From an optimization exercise on the open Yosys and OpenROAD flow, aimed at small area, a short achievable clock period and few clock cycles per item; shortcuts taken in it are not production practice.
The RTL was checked by simulation tests, not by an equivalence proof against the original design.

==> job 8538 <==
Design sha384_core, start of the top module:
module sha384_core (
    input  wire         clk,
    input  wire         rst,
    input  wire         in_valid,
    output wire         in_ready,
    input  wire [63:0]  in_data,      
    input  wire         in_first,     
    input  wire         in_last,      
    output reg          out_valid,
    output wire [383:0] digest        
);
export LEC_CHECK = 0
export CAP_MARGIN = 20
export CORE_MARGIN = 2
export CORE_UTILIZATION = 40
export SLEW_MARGIN = 20
export SYNTH_MEMORY_MAX_BITS = 16384
create_clock -name core_clock -period 13.0 [get_ports {clk}]
run.sh (not shown) runs the stock make flow with config.mk's settings and CLKGATE_MAP_FILE= SYNTH_SCRIPT=/design/flow/synth_recipe.tcl, a recipe that flattens the netlist after the stock synthesis.
==> job 1100 (differences from job 8538) <==
--- a/flow/design.v
+++ b/flow/design.v
@@ -39,14 +39,16 @@
     reg  [3:0] ph;                
     reg  [3:0] dph;               
     reg  [4:0] wcnt;              
     reg        nfirst, nlast;     
     reg        busy;              
     reg  [6:0] cnt;               
     reg        rnd, fin, sch;     
+    reg        kpre;              
+    reg        hfin;              
     reg        cfirst, clast;     
     wire word0_ok = (ph[1:0] == 2'd0) && (!busy || cnt >= 7'd68);
     assign in_ready = (wcnt == 5'd0) ? word0_ok
                                      : (!wcnt[4] && dph == wcnt[3:0]);
     wire acc   = in_valid && in_ready;
     wire full  = wcnt[4] || (wcnt == 5'd15 && acc);
     wire free  = !busy || cnt == 7'd83;
@@ -76,43 +78,42 @@
     wire [63:0] w0  = w[0 +: 64];
     wire [63:0] ssig0 = rotr(w[64 +: 64], 1) ^ rotr(w[64 +: 64], 8) ^ (w[64 +: 64] >> 7);
     wire [63:0] ssig1 = rotr(w[896 +: 64], 19) ^ rotr(w[896 +: 64], 61) ^ (w[896 +: 64] >> 6);
     wire [63:0] ws1 = ssig1 ^ w[576 +: 64] ^ ssig0;
     wire [63:0] wc1 = {(ssig1[62:0] & w[576 +: 63]) | (ssig1[62:0] & ssig0[62:0]) | (w[576 +: 63] & ssig0[62:0]), 1'b0};
     wire [63:0] ws2 = ws1 ^ wc1 ^ w0;
     wire [63:0] wc2 = {(ws1[62:0] & wc1[62:0]) | (ws1[62:0] & w0[62:0]) | (wc1[62:0] & w0[62:0]), 1'b0};
-    wire [63:0] wnext;
-    sk_add64 u_wadd (.x(ws2), .y(wc2), .s(wnext));
+    wire [63:0] wsum;
+    sk_add64 u_wadd (.x(fin ? d : ws2), .y(fin ? hba : wc2), .s(wsum));
+    wire [63:0] wnext = wsum;
     wire [63:0] w_in  = acc ? in_data : (sch ? wnext : w0);
     reg [63:0] iva, ive;
     always @* begin
         case (ph[1:0])
             2'd0: begin iva = IV3; ive = IV7; end
             2'd1: begin iva = IV2; ive = IV6; end
             2'd2: begin iva = IV1; ive = IV5; end
             default: begin iva = IV0; ive = IV4; end
         endcase
     end
-    wire [63:0] hba  = cfirst ? iva : ha3;
-    wire [63:0] hbe  = cfirst ? ive : he3;
-    wire [63:0] suma, sume;
-    sk_add64 u_fa (.x(d), .y(hba), .s(suma));
-    sk_add64 u_fe (.x(h), .y(hbe), .s(sume));
-    wire [63:0] ya   = fin ? suma : ha3;
-    wire [63:0] ye   = fin ? sume : he3;
-    wire [63:0] ks1 = g ^ kval ^ w[127:64];
-    wire [63:0] kc1 = {(g[62:0] & kval[62:0]) | (g[62:0] & w[126:64]) | (kval[62:0] & w[126:64]), 1'b0};
+    wire        ldh  = rnd && cfirst;
+    wire [63:0] hba  = ha3;
+    wire [63:0] ya   = fin ? wsum : (ldh ? iva : ha3);
+    wire [63:0] ye   = fin ? hkw : (ldh ? ive : he3);
+    wire [63:0] w1k = hfin ? 64'd0 : w[127:64];
+    wire [63:0] ks1 = g ^ kval ^ w1k;
+    wire [63:0] kc1 = {(g[62:0] & kval[62:0]) | (g[62:0] & w1k[62:0]) | (kval[62:0] & w1k[62:0]), 1'b0};
     wire [63:0] hkw_d;
     sk_add64 u_hadd (.x(ks1), .y(kc1), .s(hkw_d));
     wire        ldiv = (wcnt != 5'd0) && nfirst;
     assign digest = {ha0, ha1, ha2, ha3, he0, he1};
     always @(posedge clk) begin
         w   <= {w_in, w[1023:64]};
         hkw <= hkw_d;
-        kval <= start ? KTAB[64 +: 64] : krom;
+        kval <= kpre ? he1 : start ? KTAB[64 +: 64] : krom;
         a <= rnd ? a_new : (ldiv ? iva : ya);
         b <= a; c <= b; d <= c;
         e <= rnd ? e_new : (ldiv ? ive : ye);
         f <= e; g <= f; h <= g;
         ha0 <= ya; ha1 <= ha0; ha2 <= ha1; ha3 <= ha2;
         he0 <= ye; he1 <= he0; he2 <= he1; he3 <= he2;
     end
@@ -122,14 +123,16 @@
             dph       <= 4'd0;
             wcnt      <= 5'd0;
             busy      <= 1'b0;
             cnt       <= 7'd83;
             rnd       <= 1'b0;
             fin       <= 1'b0;
             sch       <= 1'b0;
+            kpre      <= 1'b0;
+            hfin      <= 1'b0;
             out_valid <= 1'b0;
         end else begin
             ph  <= ph + 4'd1;
             dph <= (acc && wcnt == 5'd0) ? 4'd1 : dph + 4'd1;
             if (acc && wcnt == 5'd0) begin
                 nfirst <= in_first;
                 nlast  <= in_last;
@@ -141,26 +144,32 @@
             out_valid <= fin && cnt == 7'd83 && clast;
             if (start) begin
                 busy   <= 1'b1;
                 cnt    <= 7'd0;
                 rnd    <= 1'b1;
                 fin    <= 1'b0;
                 sch    <= 1'b1;
+                kpre   <= 1'b0;
+                hfin   <= 1'b0;
                 cfirst <= nfirst;
                 clast  <= nlast;
             end else if (busy && cnt != 7'd83) begin
                 cnt <= cnt + 7'd1;
                 rnd <= cnt < 7'd79;
                 fin <= cnt >= 7'd79;
                 sch <= cnt < 7'd63;
+                kpre <= cnt >= 7'd77 && cnt <= 7'd80;
+                hfin <= cnt >= 7'd78 && cnt <= 7'd81;
             end else begin
                 busy <= 1'b0;
                 rnd  <= 1'b0;
                 fin  <= 1'b0;
                 sch  <= 1'b0;
+                kpre <= 1'b0;
+                hfin <= 1'b0;
             end
         end
     end
 endmodule
 module sk_add64 (input wire [63:0] x, input wire [63:0] y, output wire [63:0] s);
     wire [63:0] p0 = x ^ y;
     wire [63:0] g0 = x & y;
==> flow/flow/run.sh (new file) <==
#!/bin/bash
set -euo pipefail
bash standard.sh SETUP_SLACK_MARGIN=8 finish > orfs_make.log 2>&1
==> flow/standard.sh (new file) <==
#!/bin/bash
# synth_recipe.tcl (not shown) runs the flow's synth.tcl, then flattens the netlist and writes it again
# the make line also repeats each setting of config.mk as NAME=value (left out here)
make -C /OpenROAD-flow-scripts/flow DESIGN_CONFIG=/design/flow/config.mk WORK_HOME=/design/flow/orfs CLKGATE_MAP_FILE= SYNTH_SCRIPT=/design/flow/synth_recipe.tcl "${@:-finish}"
- CORE_UTILIZATION: 40 -> 60
- CTS_CLUSTER_DIAMETER: not set -> 100
- CTS_CLUSTER_SIZE: not set -> 20
- PLACE_DENSITY: not set -> 0.72
removed: flow/run.sh
==> impl_metrics.yaml <==
status:
  status: "stopped before the end"
  stop_stage: "5_1_grt"
  error: "[ERROR GRT-0232] Routing congestion too high. Check the congestion heatmap in the GUI."
logic_synthesis:
  yosys.area_share.simple_pct: 6.37
  synth_cell_types: 95
  synthXorXnorAreaFrac_pct: 7.95
placement:
  place_congestion: 1.14
  pre_cts_slack_ns: 6.60
  postPlaceCellArea_um2: 90600
global_routing:
  grt.met2_usage_pct: 90.0
(the above is from job 1100)
==> impl_metrics.yaml <==
placement:
  pre_cts_slack_ns: 6.75
  postPlaceCellArea_um2: 96300
  place_congestion: 1.00
status:
  status: "timing/DRC/antenna clean"
drt:
  top_layer: "met5"
logic_synthesis:
  synth.area.mux_share_pct: 1.94
  yosys.area_share.simple_pct: 6.55
final_layout:
  n_fill_cell: 20000
global_routing:
  grt.met2_usage_pct: 53.0
(the above is from job 8538)
Testbench counts of job 8538, summed over its fixed seeds: cycles 25,500, blocks 300.
Testbench counts of job 1100, summed over its fixed seeds: cycles 25,500, blocks 300.

* * *

==> inputs of 11-26 <==
RTL: one of the versions met above, not the one the previous note started from.
make LEC_CHECK=0 CAP_MARGIN=20 CORE_MARGIN=2 CORE_UTILIZATION=40 SLEW_MARGIN=20 SYNTH_MEMORY_MAX_BITS=16384 finish   # period 13.0 ns
Stock flow here: none of the scripts above is used.
==> 06-28: changes against 11-26 <==
--- a/flow/design.v
+++ b/flow/design.v
@@ -54,16 +54,98 @@
     wire free  = !busy || cnt == 7'd83;
     wire start = full && dph == 4'd15 && free;
     reg [1023:0] w;               
     reg [63:0] a, b, c, d, e, f, g, h;
     reg [63:0] ha0, ha1, ha2, ha3, he0, he1, he2, he3;    
     reg [63:0] hkw;               
     reg  [63:0] kval;
-    wire [6:0]  kidx = (cnt < 7'd78) ? cnt + 7'd2 : 7'd0;
-    wire [63:0] krom = KTAB[64*kidx +: 64];
+    reg  [63:0] krom;             
+    always @* begin
+        case (cnt)
+            7'd0: krom = KTAB[128 +: 64];
+            7'd1: krom = KTAB[192 +: 64];
+            7'd2: krom = KTAB[256 +: 64];
+            7'd3: krom = KTAB[320 +: 64];
+            7'd4: krom = KTAB[384 +: 64];
+            7'd5: krom = KTAB[448 +: 64];
+            7'd6: krom = KTAB[512 +: 64];
+            7'd7: krom = KTAB[576 +: 64];
+            7'd8: krom = KTAB[640 +: 64];
+            7'd9: krom = KTAB[704 +: 64];
+            7'd10: krom = KTAB[768 +: 64];
+            7'd11: krom = KTAB[832 +: 64];
+            7'd12: krom = KTAB[896 +: 64];
+            7'd13: krom = KTAB[960 +: 64];
+            7'd14: krom = KTAB[1024 +: 64];
+            7'd15: krom = KTAB[1088 +: 64];
+            7'd16: krom = KTAB[1152 +: 64];
+            7'd17: krom = KTAB[1216 +: 64];
+            7'd18: krom = KTAB[1280 +: 64];
+            7'd19: krom = KTAB[1344 +: 64];
+            7'd20: krom = KTAB[1408 +: 64];
+            7'd21: krom = KTAB[1472 +: 64];
+            7'd22: krom = KTAB[1536 +: 64];
+            7'd23: krom = KTAB[1600 +: 64];
+            7'd24: krom = KTAB[1664 +: 64];
+            7'd25: krom = KTAB[1728 +: 64];
+            7'd26: krom = KTAB[1792 +: 64];
+            7'd27: krom = KTAB[1856 +: 64];
+            7'd28: krom = KTAB[1920 +: 64];
+            7'd29: krom = KTAB[1984 +: 64];
+            7'd30: krom = KTAB[2048 +: 64];
+            7'd31: krom = KTAB[2112 +: 64];
+            7'd32: krom = KTAB[2176 +: 64];
+            7'd33: krom = KTAB[2240 +: 64];
+            7'd34: krom = KTAB[2304 +: 64];
+            7'd35: krom = KTAB[2368 +: 64];
+            7'd36: krom = KTAB[2432 +: 64];
+            7'd37: krom = KTAB[2496 +: 64];
+            7'd38: krom = KTAB[2560 +: 64];
+            7'd39: krom = KTAB[2624 +: 64];
+            7'd40: krom = KTAB[2688 +: 64];
+            7'd41: krom = KTAB[2752 +: 64];
+            7'd42: krom = KTAB[2816 +: 64];
+            7'd43: krom = KTAB[2880 +: 64];
+            7'd44: krom = KTAB[2944 +: 64];
+            7'd45: krom = KTAB[3008 +: 64];
+            7'd46: krom = KTAB[3072 +: 64];
+            7'd47: krom = KTAB[3136 +: 64];
+            7'd48: krom = KTAB[3200 +: 64];
+            7'd49: krom = KTAB[3264 +: 64];
+            7'd50: krom = KTAB[3328 +: 64];
+            7'd51: krom = KTAB[3392 +: 64];
+            7'd52: krom = KTAB[3456 +: 64];
+            7'd53: krom = KTAB[3520 +: 64];
+            7'd54: krom = KTAB[3584 +: 64];
+            7'd55: krom = KTAB[3648 +: 64];
+            7'd56: krom = KTAB[3712 +: 64];
+            7'd57: krom = KTAB[3776 +: 64];
+            7'd58: krom = KTAB[3840 +: 64];
+            7'd59: krom = KTAB[3904 +: 64];
+            7'd60: krom = KTAB[3968 +: 64];
+            7'd61: krom = KTAB[4032 +: 64];
+            7'd62: krom = KTAB[4096 +: 64];
+            7'd63: krom = KTAB[4160 +: 64];
+            7'd64: krom = KTAB[4224 +: 64];
+            7'd65: krom = KTAB[4288 +: 64];
+            7'd66: krom = KTAB[4352 +: 64];
+            7'd67: krom = KTAB[4416 +: 64];
+            7'd68: krom = KTAB[4480 +: 64];
+            7'd69: krom = KTAB[4544 +: 64];
+            7'd70: krom = KTAB[4608 +: 64];
+            7'd71: krom = KTAB[4672 +: 64];
+            7'd72: krom = KTAB[4736 +: 64];
+            7'd73: krom = KTAB[4800 +: 64];
+            7'd74: krom = KTAB[4864 +: 64];
+            7'd75: krom = KTAB[4928 +: 64];
+            7'd76: krom = KTAB[4992 +: 64];
+            7'd77: krom = KTAB[5056 +: 64];
+            default: krom = KTAB[0 +: 64];
+        endcase
+    end
     wire [63:0] bsig1 = rotr(e, 14) ^ rotr(e, 18) ^ rotr(e, 41);
     wire [63:0] bsig0 = rotr(a, 28) ^ rotr(a, 34) ^ rotr(a, 39);
     wire [63:0] ch    = (e & f) ^ (~e & g);
     wire [63:0] maj   = (a & b) ^ (a & c) ^ (b & c);
     wire [63:0] t1s = hkw ^ bsig1 ^ ch;
     wire [63:0] t1c = {(hkw[62:0] & bsig1[62:0]) | (hkw[62:0] & ch[62:0]) | (bsig1[62:0] & ch[62:0]), 1'b0};
     wire [63:0] es = t1s ^ t1c ^ d;
==> flow/flow/run.sh (new file) <==
#!/bin/bash
set -euo pipefail
bash standard.sh SETUP_SLACK_MARGIN=8 finish > orfs_make.log 2>&1
==> flow/standard.sh (new file) <==
#!/bin/bash
# synth_recipe.tcl (not shown) runs the flow's synth.tcl, then flattens the netlist and writes it again
# the make line also repeats each setting of config.mk as NAME=value (left out here)
make -C /OpenROAD-flow-scripts/flow DESIGN_CONFIG=/design/flow/config.mk WORK_HOME=/design/flow/orfs CLKGATE_MAP_FILE= SYNTH_SCRIPT=/design/flow/synth_recipe.tcl "${@:-finish}"
--- a/flow/config.mk
+++ b/flow/config.mk
@@ -4,9 +4,11 @@
 export VERILOG_FILES = /design/flow/design.v
 export SDC_FILE = /design/flow/constraint.sdc
 export NUM_CORES = 4
 export LEC_CHECK = 0
 export CAP_MARGIN = 20
 export CORE_MARGIN = 2
 export CORE_UTILIZATION = 40
+export CTS_CLUSTER_DIAMETER = 100
+export CTS_CLUSTER_SIZE = 20
 export SLEW_MARGIN = 20
 export SYNTH_MEMORY_MAX_BITS = 16384
removed: flow/run.sh
==> impl_metrics.toml <==
[setup_path]
reg2reg_from = "e[43]$_DFF_P_"

[timing]
rsz0062_at_grt = "false"
fin_skew_ns = 0.1013

[synth]
synth_compound_area_share_pct = 12.85
ys_seq_area_share_pct = 51.09

[grt]
grt_antenna_before_repair = 32
grt_max_degree = 123

[detailed_routing]
met1_length_um = 157700

[die]
std_cell_rows = 168

[clock_network]
cts_made_buffers = 212

[status]
outcome = "timing/DRC/antenna clean"

[finish]
antennaDiodeCount = 21
Source of the figures above: 11-26

==> impl_metrics.toml <==
[synth]
synth_compound_area_share_pct = 12.44
synth_top_family_by_area = "adder cells"
ys_seq_area_share_pct = 51.28

[timing]
rsz0062_at_grt = "true"

[grt]
grt_max_degree = 126
grt_antenna_before_repair = 33

[clock_network]
cts_made_buffers = 130

[die]
std_cell_rows = 167

[setup_path]
reg2reg_from = "e[53]$_DFF_P_"

[status]
outcome = "timing/DRC/antenna clean"

[finish]
antennaDiodeCount = 16

[hold_path]
min_to = "he3[18]$_DFF_P_"

[placement]
hpwl_um = 291900
Source of the figures above: 06-28

Testbench counts of 11-26, summed over its fixed seeds: cycles 25,500, blocks 300.
Testbench counts of 06-28, summed over its fixed seeds: cycles 25,500, blocks 300.

* * *

==> exp/lagoon <==
sha384_core, a different RTL version from the one above (not shown whole).
Settings: LEC_CHECK=0, CAP_MARGIN=20, CORE_MARGIN=2, CORE_UTILIZATION=40, SLEW_MARGIN=20, SYNTH_MEMORY_MAX_BITS=16384; clock period 13.0 ns.
Stock flow here: none of the scripts above is used.
==> exp/harbor: changes against exp/lagoon <==
==> flow/design.v (replaced) <==
module sha384_core (
    input  wire         clk,
    input  wire         rst,
    input  wire         in_valid,
    output wire         in_ready,
    input  wire [63:0]  in_data,      
    input  wire         in_first,     
    input  wire         in_last,      
    output reg          out_valid,
    output reg  [383:0] digest        
);
    localparam [1:0] S_LOAD  = 2'd0,
                     S_ROUND = 2'd1,
                     S_FINAL = 2'd2;
    localparam [63:0] IV0 = 64'hcbbb9d5dc1059ed8, IV1 = 64'h629a292a367cd507, IV2 = 64'h9159015a3070dd17, IV3 = 64'h152fecd8f70e5939,
                      IV4 = 64'h67332667ffc00b31, IV5 = 64'h8eb44a8768581511, IV6 = 64'hdb0c2e0d64f98fa7, IV7 = 64'h47b5481dbefa4fa4;
    localparam [64*80-1:0] KTAB = {
        64'h6c44198c4a475817, 64'h5fcb6fab3ad6faec, 64'h597f299cfc657e2a, 64'h4cc5d4becb3e42b6,
        64'h431d67c49c100d4c, 64'h3c9ebe0a15c9bebc, 64'h32caab7b40c72493, 64'h28db77f523047d84,
        64'h1b710b35131c471b, 64'h113f9804bef90dae, 64'h0a637dc5a2c898a6, 64'h06f067aa72176fba,
        64'hf57d4f7fee6ed178, 64'heada7dd6cde0eb1e, 64'hd186b8c721c0c207, 64'hca273eceea26619c,
        64'hc67178f2e372532b, 64'hbef9a3f7b2c67915, 64'ha4506cebde82bde9, 64'h90befffa23631e28,
        64'h8cc702081a6439ec, 64'h84c87814a1f0ab72, 64'h78a5636f43172f60, 64'h748f82ee5defb2fc,
        64'h682e6ff3d6b2b8a3, 64'h5b9cca4f7763e373, 64'h4ed8aa4ae3418acb, 64'h391c0cb3c5c95a63,
        64'h34b0bcb5e19b48a8, 64'h2748774cdf8eeb99, 64'h1e376c085141ab53, 64'h19a4c116b8d2d0c8,
        64'h106aa07032bbd1b8, 64'hf40e35855771202a, 64'hd69906245565a910, 64'hd192e819d6ef5218,
        64'hc76c51a30654be30, 64'hc24b8b70d0f89791, 64'ha81a664bbc423001, 64'ha2bfe8a14cf10364,
        64'h92722c851482353b, 64'h81c2c92e47edaee6, 64'h766a0abb3c77b2a8, 64'h650a73548baf63de,
        64'h53380d139d95b3df, 64'h4d2c6dfc5ac42aed, 64'h2e1b21385c26c926, 64'h27b70a8546d22ffc,
        64'h142929670a0e6e70, 64'h06ca6351e003826f, 64'hd5a79147930aa725, 64'hc6e00bf33da88fc2,
        64'hbf597fc7beef0ee4, 64'hb00327c898fb213f, 64'ha831c66d2db43210, 64'h983e5152ee66dfab,
        64'h76f988da831153b5, 64'h5cb0a9dcbd41fbd4, 64'h4a7484aa6ea6e483, 64'h2de92c6f592b0275,
        64'h240ca1cc77ac9c65, 64'h0fc19dc68b8cd5b5, 64'hefbe4786384f25e3, 64'he49b69c19ef14ad2,
        64'hc19bf174cf692694, 64'h9bdc06a725c71235, 64'h80deb1fe3b1696b1, 64'h72be5d74f27b896f,
        64'h550c7dc3d5ffb4e2, 64'h243185be4ee4b28c, 64'h12835b0145706fbe, 64'hd807aa98a3030242,
        64'hab1c5ed5da6d8118, 64'h923f82a4af194f9b, 64'h59f111f1b605d019, 64'h3956c25bf348b538,
        64'he9b5dba58189dbbc, 64'hb5c0fbcfec4d3b2f, 64'h7137449123ef65cd, 64'h428a2f98d728ae22
    };
    function automatic [63:0] rotr(input [63:0] x, input integer n);
        rotr = (x >> n) | (x << (64 - n));
    endfunction
    reg [1:0]  state;
    reg [3:0]  wcnt;              
    reg [6:0]  t;                 
    reg        first_q, last_q;
    reg [1023:0] w;               
    reg [63:0] a, b, c, d, e, f, g, h;
    reg [63:0] H0, H1, H2, H3, H4, H5, H6, H7;
    wire [63:0] bsig1 = rotr(e, 14) ^ rotr(e, 18) ^ rotr(e, 41);
    wire [63:0] bsig0 = rotr(a, 28) ^ rotr(a, 34) ^ rotr(a, 39);
    wire [63:0] ch    = (e & f) ^ (~e & g);
    wire [63:0] maj   = (a & b) ^ (a & c) ^ (b & c);
    wire [63:0] t1    = h + bsig1 + ch + KTAB[64*t +: 64] + w[0 +: 64];
    wire [63:0] t2    = bsig0 + maj;
    wire [63:0] ssig0 = rotr(w[64 +: 64], 1) ^ rotr(w[64 +: 64], 8) ^ (w[64 +: 64] >> 7);
    wire [63:0] ssig1 = rotr(w[896 +: 64], 19) ^ rotr(w[896 +: 64], 61) ^ (w[896 +: 64] >> 6);
    wire [63:0] wnext = ssig1 + w[576 +: 64] + ssig0 + w[0 +: 64];
    wire [63:0] n0 = H0 + a, n1 = H1 + b, n2 = H2 + c, n3 = H3 + d;
    wire [63:0] n4 = H4 + e, n5 = H5 + f, n6 = H6 + g, n7 = H7 + h;
    assign in_ready = (state == S_LOAD);
    always @(posedge clk) begin
        if (rst) begin
            state     <= S_LOAD;
            wcnt      <= 4'd0;
            out_valid <= 1'b0;
        end else begin
            out_valid <= 1'b0;
            case (state)
                S_LOAD: begin
                    if (in_valid) begin
                        w <= {in_data, w[1023:64]};
                        if (wcnt == 4'd0) begin
                            first_q <= in_first;
                            last_q  <= in_last;
                        end
                        wcnt <= wcnt + 4'd1;
                        if (wcnt == 4'd15) begin
                            if (first_q) begin
                                H0 <= IV0; H1 <= IV1; H2 <= IV2; H3 <= IV3;
                                H4 <= IV4; H5 <= IV5; H6 <= IV6; H7 <= IV7;
                                a  <= IV0; b  <= IV1; c  <= IV2; d  <= IV3;
                                e  <= IV4; f  <= IV5; g  <= IV6; h  <= IV7;
                            end else begin
                                a <= H0; b <= H1; c <= H2; d <= H3;
                                e <= H4; f <= H5; g <= H6; h <= H7;
                            end
                            t     <= 7'd0;
                            state <= S_ROUND;
                        end
                    end
                end
                S_ROUND: begin
                    h <= g;
                    g <= f;
                    f <= e;
                    e <= d + t1;
                    d <= c;
                    c <= b;
                    b <= a;
                    a <= t1 + t2;
                    w <= {wnext, w[1023:64]};
                    t <= t + 7'd1;
                    if (t == 7'd79)
                        state <= S_FINAL;
                end
                S_FINAL: begin
                    H0 <= n0; H1 <= n1; H2 <= n2; H3 <= n3;
                    H4 <= n4; H5 <= n5; H6 <= n6; H7 <= n7;
                    if (last_q) begin
                        out_valid <= 1'b1;
                        digest    <= {n0, n1, n2, n3, n4, n5};
                    end
                    state <= S_LOAD;
                end
                default: state <= S_LOAD;
            endcase
        end
    end
endmodule
==> metrics.md <==
| Metric | Value |
|---|---|
| Status | timing/DRC/antenna clean |
| Reg area | 73440 µm² |
| Commonest non-fill, non-tap cell in the layout | edfxtp_1 |
| Sum of buffers and inverters on the critical path | 4 |
| First-pass GRT wire length | 840800 µm |
| CP max-delay cell | nor2_1 |
# the run above: exp/harbor

==> metrics.md <==
| Metric | Value |
|---|---|
| Status | timing/DRC/antenna clean |
| Worst Setup EP | hkw[61]$_DFF_P_ |
| CP max-delay cell | o32ai_1 |
| Reg area | 42870 µm² |
| First-pass GRT wire length | 590800 µm |
| Sum of buffers and inverters on the critical path | 3 |
| Commonest non-fill, non-tap cell in the layout | dfxtp_1 |
# the run above: exp/lagoon

Testbench counts of exp/lagoon, summed over its fixed seeds: cycles 25,500, blocks 300.
Testbench counts of exp/harbor, summed over its fixed seeds: cycles 29,172, blocks 300.

static timing again, ports no longer ideal:
The results above use ideal ports. As a check the final layouts listed here were re-extracted and re-timed, cells and wires unchanged. Step 1 assumes that a clkbuf_16 drives the clock port and a buf_2 every other input. Step 2, shift: input delay + t, output delay - t, t = (earliest + latest rising clock arrival at the registers) / 2. This alone moves slack from input paths to output paths. a / b / c = ideal ports / drivers / drivers and shift; a / b = the first two.
run	t (ns)	slack for setup (ns)	worst register clock-pin slew, ns	worst slew at a driven data input, ns
job 8538	0.946	6.700 / 6.700 / 6.700	0.07 / 0.07	0.07
11-26	0.953	5.881 / 5.881 / 5.881	0.08 / 0.08	0.07
06-28	0.908	7.552 / 7.552 / 7.264	0.10 / 0.10	0.08
exp/lagoon	0.972	3.466 / 3.466 / 3.466	0.07 / 0.07	0.11
exp/harbor	1.041	1.539 / 1.539 / 1.539	0.07 / 0.07	0.05
After both steps every run listed still meets setup and hold. The setup slack of 06-28, which loses most, moves by 0.000 ns with the drivers and by -0.288 ns with both steps.
